What follows belongs to an exercise in optimizing a design on an open flow for small area, a short achievable clock period and few clock cycles per item; a production flow would make more cautious choices.
Function was checked by simulation only, so behaviour that the tests miss may differ from the original.

==> inputs of branch tundra <==
## ghash
module ghash (
    input  wire         clk,
    input  wire         rst,
    input  wire         in_valid,
    output wire         in_ready,
    input  wire         in_first,
    input  wire [127:0] in_h,
    input  wire [127:0] in_x,
    output wire         out_valid,
    input  wire         out_ready,
    output wire [127:0] out_y
);
==> module ghash, before the edit <==
module ghash (
    input  wire         clk,
    input  wire         rst,
    input  wire         in_valid,
    output wire         in_ready,
    input  wire         in_first,
    input  wire [127:0] in_h,
    input  wire [127:0] in_x,
    output wire         out_valid,
    input  wire         out_ready,
    output wire [127:0] out_y
);
    reg         v1;          
    reg [127:0] xr;          
    reg [127:0] h;           
    reg [127:0] c;           
    reg [127:0] o1;          
    reg [127:0] ob;          
    reg         p1;          
    reg         p2;          
    wire go = v1 & ~p2;      
    assign in_ready  = ~v1 | ~p2;
    assign out_valid = p1;
    wire take   = p1 & out_ready;
    wire accept = in_valid & in_ready;
    wire [127:0] a = c ^ xr;
    wire [254:0] m;
    gf2_kmul #(.N(128)) mul (.a(a), .b(h), .c(m));
    wire [126:0] hi = m[254:128];
    wire [133:0] f1 = {7'd0, hi} ^ {6'd0, hi, 1'b0} ^ {5'd0, hi, 2'b0} ^ {hi, 7'b0};
    wire [5:0]   hi2 = f1[133:128];
    wire [127:0] y = m[127:0] ^ f1[127:0] ^ {115'd0, hi2, 7'd0} ^ {120'd0, hi2, 2'd0}
                   ^ {121'd0, hi2, 1'd0} ^ {122'd0, hi2};
    wire [127:0] o1_rev, ob_rev;
    genvar g;
    generate
        for (g = 0; g < 128; g = g + 1) begin : rev
            assign o1_rev[g] = o1[127 - g];
            assign ob_rev[g] = ob[127 - g];
        end
    endgenerate
    assign out_y = p2 ? ob_rev : o1_rev;
    integer i;
    always @(posedge clk) begin
        if (accept) begin
            for (i = 0; i < 128; i = i + 1) xr[i] <= in_x[127 - i];
            if (in_first)
                for (i = 0; i < 128; i = i + 1) h[i] <= in_h[127 - i];
        end
        if (accept & in_first) c <= 128'd0;
        else if (go) c <= y;
        if (go) o1 <= y;
        if (go & p1 & ~take) ob <= o1;
    end
    always @(posedge clk) begin
        if (rst) begin
            v1 <= 1'b0;
            p1 <= 1'b0;
            p2 <= 1'b0;
        end else begin
            if (accept) v1 <= 1'b1;
            else if (go) v1 <= 1'b0;
            if (p2) begin
                if (take) p2 <= 1'b0;
            end else if (go) begin
                p1 <= 1'b1;
                if (p1 & ~take) p2 <= 1'b1;
            end else if (take) begin
                p1 <= 1'b0;
            end
        end
    end
endmodule
==> module gf2_kmul, before the edit <==
module gf2_kmul #(
    parameter integer N    = 128,
    parameter integer BASE = 16
) (
    input  wire [N-1:0]   a,
    input  wire [N-1:0]   b,
    output wire [2*N-2:0] c
);
    generate
        if (N <= BASE) begin : school
            reg [2*N-2:0] r;
            integer i, j;
            always @* begin
                r = {(2*N-1){1'b0}};
                for (i = 0; i < N; i = i + 1)
                    for (j = 0; j < N; j = j + 1)
                        r[i+j] = r[i+j] ^ (a[i] & b[j]);
            end
            assign c = r;
        end else begin : kara
            localparam integer M = N / 2;
            wire [2*M-2:0] q0, q1, q2;
            gf2_kmul #(.N(M), .BASE(BASE)) m0 (.a(a[M-1:0]), .b(b[M-1:0]), .c(q0));
            gf2_kmul #(.N(M), .BASE(BASE)) m1 (.a(a[N-1:M]), .b(b[N-1:M]), .c(q1));
            gf2_kmul #(.N(M), .BASE(BASE)) m2 (.a(a[M-1:0] ^ a[N-1:M]),
                                               .b(b[M-1:0] ^ b[N-1:M]), .c(q2));
            wire [M-1:0] t = {1'b0, q0[2*M-2:M]} ^ q1[M-1:0];
            assign c = {q1[2*M-2:M],
                        t ^ {1'b0, q1[2*M-2:M]} ^ {1'b0, q2[2*M-2:M]},
                        t ^ q0[M-1:0] ^ q2[M-1:0],
                        q0[M-1:0]};
        end
    endgenerate
endmodule
export LEC_CHECK = 0
export CAP_MARGIN = 20
export CORE_MARGIN = 2
export CORE_UTILIZATION = 55
export SETUP_SLACK_MARGIN = 0.6
export SLEW_MARGIN = 20
create_clock -name core_clock -period 5.0 [get_ports {clk}]
run.sh (not shown) runs the stock make flow with config.mk's settings and CLKGATE_MAP_FILE= SYNTH_SCRIPT=/design/flow/synth_recipe.tcl, a recipe that flattens the netlist after the stock synthesis.
==> branch harbor (differences from branch tundra) <==
==> flow/design.v (replaced) <==
module ghash (
    input  wire         clk,
    input  wire         rst,
    input  wire         in_valid,
    output wire         in_ready,
    input  wire         in_first,
    input  wire [127:0] in_h,
    input  wire [127:0] in_x,
    output wire         out_valid,
    input  wire         out_ready,
    output wire [127:0] out_y
);
    localparam integer PW = gf2_kw(128);
    function integer gf2_kw(input integer n);
        integer m;
        begin
            m = 1;
            while (n > 16) begin
                n = n / 2;
                m = m * 3;
            end
            gf2_kw = m * (2 * n - 1);
        end
    endfunction
    reg          v1;         
    reg          fr;         
    reg  [127:0] xr;         
    reg  [127:0] h;          
    reg          vb;         
    reg  [PW-1:0] p;
    reg  [127:0] c;          
    reg  [127:0] q0;         
    reg  [127:0] q1;         
    reg          p1;         
    reg          p2;         
    wire amove = v1 & ~vb;   
    wire bmove = vb & ~p2;   
    assign in_ready  = ~v1 | ~vb;
    assign out_valid = p1;
    wire take   = p1 & out_ready;
    wire accept = in_valid & in_ready;
    wire [127:0]  a = (c & {128{~fr}}) ^ xr;
    wire [PW-1:0] leaves;
    gf2_kleaf #(.N(128)) ml (.a(a), .b(h), .p(leaves));
    wire [254:0]  m;
    gf2_kpost #(.N(128)) mp (.p(p), .c(m));
    wire [126:0] hi = m[254:128];
    wire [133:0] f1 = {7'd0, hi} ^ {6'd0, hi, 1'b0} ^ {5'd0, hi, 2'b0} ^ {hi, 7'b0};
    wire [5:0]   hi2 = f1[133:128];
    wire [127:0] y = m[127:0] ^ f1[127:0] ^ {115'd0, hi2, 7'd0} ^ {120'd0, hi2, 2'd0}
                   ^ {121'd0, hi2, 1'd0} ^ {122'd0, hi2};
    genvar g;
    generate
        for (g = 0; g < 128; g = g + 1) begin : rev
            assign out_y[g] = q0[127 - g];
        end
    endgenerate
    integer i;
    always @(posedge clk) begin
        if (accept) begin
            fr <= in_first;
            for (i = 0; i < 128; i = i + 1) xr[i] <= in_x[127 - i];
            if (in_first)
                for (i = 0; i < 128; i = i + 1) h[i] <= in_h[127 - i];
        end
        if (amove) p <= leaves;
        if (bmove) c <= y;
        if (bmove) begin
            if (~p1 | take) q0 <= y;
            else q1 <= y;
        end else if (take & p2) begin
            q0 <= q1;
        end
    end
    always @(posedge clk) begin
        if (rst) begin
            v1 <= 1'b0;
            vb <= 1'b0;
            p1 <= 1'b0;
            p2 <= 1'b0;
        end else begin
            if (accept) v1 <= 1'b1;
            else if (amove) v1 <= 1'b0;
            if (amove) vb <= 1'b1;
            else if (bmove) vb <= 1'b0;
            if (bmove) begin
                p1 <= 1'b1;
                if (p1 & ~take) p2 <= 1'b1;
            end else if (take) begin
                if (p2) p2 <= 1'b0;
                else p1 <= 1'b0;
            end
        end
    end
endmodule
module gf2_kleaf #(
    parameter integer N    = 128,
    parameter integer BASE = 16
) (
    input  wire [N-1:0]  a,
    input  wire [N-1:0]  b,
    output wire [KW-1:0] p
);
    function integer kwf(input integer n);
        integer m;
        begin
            m = 1;
            while (n > BASE) begin
                n = n / 2;
                m = m * 3;
            end
            kwf = m * (2 * n - 1);
        end
    endfunction
    localparam integer KW = kwf(N);
    generate
        if (N <= BASE) begin : school
            reg [2*N-2:0] r;
            integer i, j;
            always @* begin
                r = {(2*N-1){1'b0}};
                for (i = 0; i < N; i = i + 1)
                    for (j = 0; j < N; j = j + 1)
                        r[i+j] = r[i+j] ^ (a[i] & b[j]);
            end
            assign p = r;
        end else begin : kara
            localparam integer M  = N / 2;
            localparam integer KM = KW / 3;
            gf2_kleaf #(.N(M), .BASE(BASE)) m0 (.a(a[M-1:0]), .b(b[M-1:0]), .p(p[KM-1:0]));
            gf2_kleaf #(.N(M), .BASE(BASE)) m1 (.a(a[N-1:M]), .b(b[N-1:M]), .p(p[2*KM-1:KM]));
            gf2_kleaf #(.N(M), .BASE(BASE)) m2 (.a(a[M-1:0] ^ a[N-1:M]),
                                                .b(b[M-1:0] ^ b[N-1:M]), .p(p[3*KM-1:2*KM]));
        end
    endgenerate
endmodule
module gf2_kpost #(
    parameter integer N    = 128,
    parameter integer BASE = 16
) (
    input  wire [KW-1:0]  p,
    output wire [2*N-2:0] c
);
    function integer kwf(input integer n);
        integer m;
        begin
            m = 1;
            while (n > BASE) begin
                n = n / 2;
                m = m * 3;
            end
            kwf = m * (2 * n - 1);
        end
    endfunction
    localparam integer KW = kwf(N);
    generate
        if (N <= BASE) begin : school
            assign c = p;
        end else begin : kara
            localparam integer M  = N / 2;
            localparam integer KM = KW / 3;
            wire [2*M-2:0] q0, q1, q2;
            gf2_kpost #(.N(M), .BASE(BASE)) m0 (.p(p[KM-1:0]), .c(q0));
            gf2_kpost #(.N(M), .BASE(BASE)) m1 (.p(p[2*KM-1:KM]), .c(q1));
            gf2_kpost #(.N(M), .BASE(BASE)) m2 (.p(p[3*KM-1:2*KM]), .c(q2));
            wire [M-1:0] t = {1'b0, q0[2*M-2:M]} ^ q1[M-1:0];
            assign c = {q1[2*M-2:M],
                        t ^ {1'b0, q1[2*M-2:M]} ^ {1'b0, q2[2*M-2:M]},
                        t ^ q0[M-1:0] ^ q2[M-1:0],
                        q0[M-1:0]};
        end
    endgenerate
endmodule
--- a/flow/config.mk
+++ b/flow/config.mk
@@ -9,4 +9,4 @@
 export CORE_MARGIN = 2
-export CORE_UTILIZATION = 55
-export SETUP_SLACK_MARGIN = 0.6
+export CORE_UTILIZATION = 45
+export SETUP_SLACK_MARGIN = 1.0
 export SLEW_MARGIN = 20
==> branch umber (differences from branch tundra) <==
--- a/flow/design.v
+++ b/flow/design.v
@@ -12,12 +12,27 @@
 );
-    reg         v1;          
-    reg [127:0] xr;          
-    reg [127:0] h;           
-    reg [127:0] c;           
-    reg [127:0] o1;          
-    reg [127:0] ob;          
-    reg         p1;          
-    reg         p2;          
-    wire go = v1 & ~p2;      
-    assign in_ready  = ~v1 | ~p2;
+    localparam integer PW = gf2_kw(128);
+    function integer gf2_kw(input integer n);
+        integer m;
+        begin
+            m = 1;
+            while (n > 16) begin
+                n = n / 2;
+                m = m * 3;
+            end
+            gf2_kw = m * (2 * n - 1);
+        end
+    endfunction
+    reg          v1;         
+    reg          fr;         
+    reg  [127:0] xr;         
+    reg  [127:0] h;          
+    reg          vb;         
+    reg  [PW-1:0] p;
+    reg  [127:0] o1;         
+    reg  [127:0] ob;         
+    reg          p1;         
+    reg          p2;         
+    wire amove = v1 & ~vb;   
+    wire bmove = vb & ~p2;   
+    assign in_ready  = ~v1 | ~vb;
     assign out_valid = p1;
@@ -25,5 +40,7 @@
     wire accept = in_valid & in_ready;
-    wire [127:0] a = c ^ xr;
-    wire [254:0] m;
-    gf2_kmul #(.N(128)) mul (.a(a), .b(h), .c(m));
+    wire [127:0]  a = (o1 & {128{~fr}}) ^ xr;
+    wire [PW-1:0] leaves;
+    gf2_kleaf #(.N(128)) ml (.a(a), .b(h), .p(leaves));
+    wire [254:0]  m;
+    gf2_kpost #(.N(128)) mp (.p(p), .c(m));
     wire [126:0] hi = m[254:128];
@@ -45,2 +62,3 @@
         if (accept) begin
+            fr <= in_first;
             for (i = 0; i < 128; i = i + 1) xr[i] <= in_x[127 - i];
@@ -49,6 +67,5 @@
         end
-        if (accept & in_first) c <= 128'd0;
-        else if (go) c <= y;
-        if (go) o1 <= y;
-        if (go & p1 & ~take) ob <= o1;
+        if (amove) p <= leaves;
+        if (bmove) o1 <= y;
+        if (bmove & p1 & ~take) ob <= o1;
     end
@@ -57,2 +74,3 @@
             v1 <= 1'b0;
+            vb <= 1'b0;
             p1 <= 1'b0;
@@ -61,6 +79,8 @@
             if (accept) v1 <= 1'b1;
-            else if (go) v1 <= 1'b0;
+            else if (amove) v1 <= 1'b0;
+            if (amove) vb <= 1'b1;
+            else if (bmove) vb <= 1'b0;
             if (p2) begin
                 if (take) p2 <= 1'b0;
-            end else if (go) begin
+            end else if (bmove) begin
                 p1 <= 1'b1;
@@ -73,3 +93,3 @@
 endmodule
-module gf2_kmul #(
+module gf2_kleaf #(
     parameter integer N    = 128,
@@ -77,6 +97,18 @@
 ) (
-    input  wire [N-1:0]   a,
-    input  wire [N-1:0]   b,
-    output wire [2*N-2:0] c
+    input  wire [N-1:0]  a,
+    input  wire [N-1:0]  b,
+    output wire [KW-1:0] p
 );
+    function integer kwf(input integer n);
+        integer m;
+        begin
+            m = 1;
+            while (n > BASE) begin
+                n = n / 2;
+                m = m * 3;
+            end
+            kwf = m * (2 * n - 1);
+        end
+    endfunction
+    localparam integer KW = kwf(N);
     generate
@@ -91,10 +123,42 @@
             end
-            assign c = r;
+            assign p = r;
         end else begin : kara
-            localparam integer M = N / 2;
+            localparam integer M  = N / 2;
+            localparam integer KM = KW / 3;
+            gf2_kleaf #(.N(M), .BASE(BASE)) m0 (.a(a[M-1:0]), .b(b[M-1:0]), .p(p[KM-1:0]));
+            gf2_kleaf #(.N(M), .BASE(BASE)) m1 (.a(a[N-1:M]), .b(b[N-1:M]), .p(p[2*KM-1:KM]));
+            gf2_kleaf #(.N(M), .BASE(BASE)) m2 (.a(a[M-1:0] ^ a[N-1:M]),
+                                                .b(b[M-1:0] ^ b[N-1:M]), .p(p[3*KM-1:2*KM]));
+        end
+    endgenerate
+endmodule
+module gf2_kpost #(
+    parameter integer N    = 128,
+    parameter integer BASE = 16
+) (
+    input  wire [KW-1:0]  p,
+    output wire [2*N-2:0] c
+);
+    function integer kwf(input integer n);
+        integer m;
+        begin
+            m = 1;
+            while (n > BASE) begin
+                n = n / 2;
+                m = m * 3;
+            end
+            kwf = m * (2 * n - 1);
+        end
+    endfunction
+    localparam integer KW = kwf(N);
+    generate
+        if (N <= BASE) begin : school
+            assign c = p;
+        end else begin : kara
+            localparam integer M  = N / 2;
+            localparam integer KM = KW / 3;
             wire [2*M-2:0] q0, q1, q2;
-            gf2_kmul #(.N(M), .BASE(BASE)) m0 (.a(a[M-1:0]), .b(b[M-1:0]), .c(q0));
-            gf2_kmul #(.N(M), .BASE(BASE)) m1 (.a(a[N-1:M]), .b(b[N-1:M]), .c(q1));
-            gf2_kmul #(.N(M), .BASE(BASE)) m2 (.a(a[M-1:0] ^ a[N-1:M]),
-                                               .b(b[M-1:0] ^ b[N-1:M]), .c(q2));
+            gf2_kpost #(.N(M), .BASE(BASE)) m0 (.p(p[KM-1:0]), .c(q0));
+            gf2_kpost #(.N(M), .BASE(BASE)) m1 (.p(p[2*KM-1:KM]), .c(q1));
+            gf2_kpost #(.N(M), .BASE(BASE)) m2 (.p(p[3*KM-1:2*KM]), .c(q2));
             wire [M-1:0] t = {1'b0, q0[2*M-2:M]} ^ q1[M-1:0];
--- a/flow/config.mk
+++ b/flow/config.mk
@@ -9,4 +9,3 @@
 export CORE_MARGIN = 2
-export CORE_UTILIZATION = 55
-export SETUP_SLACK_MARGIN = 0.6
+export CORE_UTILIZATION = 45
 export SLEW_MARGIN = 20
==> branch raven (differences from branch tundra) <==
--- a/flow/config.mk
+++ b/flow/config.mk
@@ -9,4 +9,3 @@
 export CORE_MARGIN = 2
-export CORE_UTILIZATION = 55
-export SETUP_SLACK_MARGIN = 0.6
+export CORE_UTILIZATION = 40
 export SLEW_MARGIN = 20
==> comparison <==
Synthesized area: branch harbor is higher than branch tundra (21%). The lowest die area belongs to branch raven, the highest to branch harbor. Branch umber produced a clean layout. Branch harbor completed with no timing, DRC or antenna violations. Branch raven finished with negative setup slack left. Branch tundra never finished: it broke off in 5_1_grt. Critical path depth, lowest first: branch umber, branch harbor, branch raven. Between branch harbor and branch umber, the lower final area is in branch umber (gap 3.5%, measured against branch umber). Clock-buffer cell count: branch umber is higher than branch harbor (6). Register-to-register slack, lowest first: branch raven, branch umber, branch harbor.
Testbench counts of branch tundra, summed over its fixed seeds: cycles 3,216, blocks 3,200.
Testbench counts of branch harbor, summed over its fixed seeds: cycles 6,416, blocks 3,200.
Testbench counts of branch umber, summed over its fixed seeds: cycles 6,416, blocks 3,200.
Testbench counts of branch raven, summed over its fixed seeds: cycles 3,216, blocks 3,200.

[afterwards: timing with drivers on the ports]
In the flow no input, the clock included, has a driving cell. The finished layouts below were timed again as built, in two steps.
Step 1, drivers: a clkbuf_16 drives clk and a buf_2 each remaining input, both assumed.
Step 2 times the ports against the registers' clock, not the clock port: input delays grow and output delays shrink by t, the midpoint of the rising clock arrivals with the driver on.
Three values: no drivers, after step 1, after step 2; two values: the first two.
| run | shift t [ns] | setup slack, ns | hold WS [ns] | worst slew at a driven data input, ns |
|---|---|---|---|---|
| branch harbor | 1.085 | 0.758 / 0.758 / 0.758 | 0.461 / 0.444 / 0.461 | 0.12 |
| branch umber | 1.110 | 0.239 / 0.111 / 0.500 | 0.517 / 0.453 / 0.517 | 0.16 |
| branch raven | 0.979 | -0.173 / -0.173 / -0.173 | 0.434 / 0.434 / 0.434 | 0.18 |
